What follows belongs to an exercise in optimizing a design on an open flow for small area and few clock cycles per item; a production flow would make more cautious choices.
Only simulation tests tie the RTL to the original design; equivalence was not proved.
No activity file was given, so power comes from the tool's default toggle rates.

Setup of run A:
## je_core
module je_core (
    input  wire        clk,
    input  wire        rst,         
    input  wire        in_valid,
    output wire        in_ready,
    input  wire [39:0] in_instr,    
    input  wire [9:0]  in_smp,      
    output reg         res_valid,
    output reg  [29:0] res_val,
    output wire [4:0]  res_flags    
);
For scale: ~53000 um2 of cells after synthesis.
clock: 20.0 ns
lec_check: 0
cap_margin: 20
core_margin: 2
core_utilization: 40
slew_margin: 20
run.sh (not shown) runs the stock make flow with config.mk's settings and CLKGATE_MAP_FILE= SYNTH_SCRIPT=/design/flow/synth_recipe.tcl, a recipe that flattens the netlist after the stock synthesis.
Testbench counts of run A, summed over its fixed seeds: cycles 24,284, items 24,000.
## Diff of input files: run B against run A
Settings: changing CAP_MARGIN from 20 to 5; setting CTS_CLUSTER_SIZE to 12 for the first time; changing SLEW_MARGIN from 20 to 5; changing CORE_UTILIZATION from 40 to 65; setting CTS_BUF_LIST to sky130_fd_sc_hd__clkbuf_4 for the first time.
## What came out
- Compared run B against run A; number of gates given a new drive strength after cts within noise.
- NOTE number of non-clock buffers run A->run B decreased by more than 10%
- Looking at critical path data arrival time across run B and run A, the one that comes out lower is run A.
- Summary of run B over run A: global-route usage climbed 16 points, detailed router's first-iteration violation count climbed 1430, part of the power in combinational logic climbed 0.7 points, final design instance area without fill dropped 2200 um2, post-layout minimum cycle time climbed 0.10 ns.
The following lists how run C was set up differently from run B:
Settings: a change of SLEW_MARGIN from 5 to 20; a change of CAP_MARGIN from 5 to 20; a deleted CTS_CLUSTER_SIZE that had been 12; a change of CORE_UTILIZATION from 65 to 60; a change of CTS_BUF_LIST from sky130_fd_sc_hd__clkbuf_4 to sky130_fd_sc_hd__clkbuf_8.
Notes after the runs:
In summary, run B completed successfully, with a layout that passed the timing, design-rule and antenna checks. No stage failed in run C, and the final checks on the layout all came back clean. The final hold slack of run C and that of run B are within noise of each other. Row via count of the first global-routing pass: run C lower / run B higher. In the flow results for run C and run B, the final critical-path setup slack is larger on run C. Diff run B -> run C: initial cell density of the core dropped 5.5 points; area added between synthesis and finish increased by 0.92 points relative to the old numbers; first-pass GRT wire length shows an increase of 0.37%. Highest attainable clock frequency | run C above run B.
Here is what was changed in the inputs of run D compared with run C.
Settings: putting CTS_CLUSTER_SIZE at 30 where nothing was set; clearing CTS_BUF_LIST, which used to be sky130_fd_sc_hd__clkbuf_8.
- Run D: PASS, flow complete, no timing, DRC or antenna violations
- Worst hold slack across all endpoints (run D over run C): increase, 0.0090 ns
- Compared with run C, in run D register clock-pin slew on the reported worst setup and hold paths barely changed, net switching fraction of the power fell by 1.4 points.
- Diff run D..run C | routed length on met2 | negligible
- Changes observed in run D relative to run C: layout net count has decreased; sequential cell area share has decreased; wire length of the first global-routing pass has remained practically unchanged; number of global-route vias before repair has decreased.
- In run D the fraction of area in clock buffers and inverters turned out 0.56 points higher than in run C.
- The DRC marker count from the first detailed-route iteration number comes out higher for run C vs run D.
- For wire length, run C and run D come out practically identical.


Another version of the RTL of je_core (not shown whole).
Size in the first run: roughly 5500 cells after synthesis, about 90 I/O pins, about 52000 µm² of cells after synthesis.
export LEC_CHECK = 0
export ABC_AREA = 1
export CAP_MARGIN = 20
export CORE_MARGIN = 2
export CORE_UTILIZATION = 65
export CTS_BUF_LIST = sky130_fd_sc_hd__clkbuf_16
export CTS_CLUSTER_DIAMETER = 100
export CTS_CLUSTER_SIZE = 20
export SLEW_MARGIN = 20
create_clock -name core_clock -period 20.0 [get_ports {clk}]
Testbench counts at the start, summed over its fixed seeds: cycles 24,284, items 24,000.
Then changed:
Settings changed: CTS_CLUSTER_DIAMETER 100 to 120, CTS_CLUSTER_SIZE 20 to 28.
Result:
- final area came out lower slightly
- sequential cell count does not change
- register-to-register slack gains 0.18 ns
- worst setup slack gains 0.11 ns
- sequential power stays flat
- critical path depth is unchanged
- hold slack is about the same
- total power came out lower by a few percent
- die area does not change
Then changed:
Settings changed: CORE_UTILIZATION 65 to 70, CTS_BUF_LIST sky130_fd_sc_hd__clkbuf_16 to sky130_fd_sc_hd__clkbuf_8, CTS_CLUSTER_DIAMETER 120 to not set, CTS_CLUSTER_SIZE 28 to not set.
Result: The new run completed with no timing, DRC or antenna violations; hold slack gets better by 0.019 ns; register-to-register slack gets worse by 0.07 ns; total power came out higher by roughly a tenth; via count came out higher by a few percent; setup slack gets worse by 0.0031 ns; utilization came out higher by 7.4 points; routed wire length came out higher by a few percent; non-clock buffer count came out lower by 6; fmax stays flat.
Then changed:
Settings changed: CTS_BUF_LIST sky130_fd_sc_hd__clkbuf_8 to sky130_fd_sc_hd__clkbuf_16, CTS_CLUSTER_DIAMETER set to 120, CTS_CLUSTER_SIZE set to 28.
=> Sequential power hardly moves. Worst setup slack is better by 0.077 ns. Synthesized area is unchanged. Count of clock-buffer cells in the layout is lower by 112. Maximum frequency climbs slightly. First-iteration DRC count went down by a few percent. Cell area came out lower by a few percent. Via count decreases by a few percent. Power falls by roughly a tenth. Sequential share of layout area is higher by 1.4 points.
Then changed:
Settings changed: CTS_CLUSTER_DIAMETER 120 to 100, CTS_CLUSTER_SIZE 28 to 20.
After rerunning: The new run finished with timing, DRC and antenna clean; synthesized cell count stays the same; power increases by a few percent; die area stays the same; first-iteration DRC count went down by a few percent; wire length grows slightly; global-route usage goes up by 0.65 points.


== old ==
Another version of the RTL of je_core (not shown whole).
For scale: about 5500 cells after synthesis, roughly 970 flip-flops, roughly 90 I/O pins, roughly 52000 um2 of cells after synthesis.
Settings: LEC_CHECK=0, ABC_AREA=1, CAP_MARGIN=20, CORE_MARGIN=2, CORE_UTILIZATION=60, CTS_BUF_LIST=sky130_fd_sc_hd__clkbuf_8, SLEW_MARGIN=20; clock period 20.0 ns.
Testbench counts of old, summed over its fixed seeds: cycles 24,284, items 24,000.
Relative to old, the following input files were edited for new:
--- a/flow/config.mk
+++ b/flow/config.mk
@@ -8,6 +8,7 @@
 export ABC_AREA = 1
-export CAP_MARGIN = 20
+export CAP_MARGIN = 5
 export CORE_MARGIN = 2
-export CORE_UTILIZATION = 60
-export CTS_BUF_LIST = sky130_fd_sc_hd__clkbuf_8
-export SLEW_MARGIN = 20
+export CORE_UTILIZATION = 70
+export CTS_BUF_LIST = sky130_fd_sc_hd__clkbuf_4
+export CTS_CLUSTER_SIZE = 12
+export SLEW_MARGIN = 5
- new ended with less minimum setup slack among reg-to-reg paths than old.
- new vs old, number of search-and-repair iterations in the first detailed-routing pass went up by 6.
- Summary of the comparison: total global-route track usage is higher in new, relative to old.

## afterwards: timing with drivers on the ports
No port has a modelled driver above. Below, the same layouts with a new extraction and two added sets of constraints. Step 1 assumes that a clkbuf_16 drives the clock port and a buf_2 every other input. Step 2 moves the port delays by t, midway between the first and last clock arrival at a register: inputs arrive t later, outputs are due t later. That takes back most of the time a late clock gives input paths. Slacks: ideal / step 1 / step 2; pairs: ideal / step 1.
run | shift t [ns] | slack for setup (ns) | hold slack, ns | worst data-port slew with drivers (ns) | pins driven straight from the clock port
run A | 0.777 | 0.650 / 0.599 / -0.178 | 0.620 / 0.620 / 0.620 | 0.13 | 1
run B | 1.174 | 0.550 / 0.593 / -0.581 | 0.627 / 0.627 / 0.627 | 0.07 | 1
run C | 0.899 | 0.627 / 0.669 / -0.230 | 0.627 / 0.627 / 0.627 | 0.11 | 1
run D | 0.769 | 0.494 / 0.539 / -0.230 | 0.636 / 0.636 / 0.636 | 0.11 | 1
the first run of note 2 | 0.720 | 0.378 / 0.425 / -0.295 | 0.483 / 0.483 / 0.483 | 0.09 | 1
the second run of note 2 | 0.688 | 0.492 / 0.538 / -0.149 | 0.486 / 0.486 / 0.486 | 0.09 | 1
the third run of note 2 | 0.907 | 0.489 / 0.532 / -0.375 | 0.505 / 0.505 / 0.505 | 0.16 | 1
the fourth run of note 2 | 0.696 | 0.566 / 0.609 / -0.087 | 0.507 / 0.507 / 0.507 | 0.16 | 1
the fifth run of note 2 | 0.726 | 0.595 / 0.635 / -0.091 | 0.505 / 0.505 / 0.505 | 0.17 | 1
old | 0.919 | 0.769 / 0.810 / -0.109 | 0.622 / 0.622 / 0.622 | 0.14 | 1
new | 1.198 | 0.650 / 0.676 / -0.523 | 0.632 / 0.632 / 0.632 | 0.17 | 1
Met with ideal ports but missed after step 2: setup timing in every run listed. For new, which loses most, drivers alone change the setup slack by +0.026 ns; drivers and shift together by -1.173 ns.
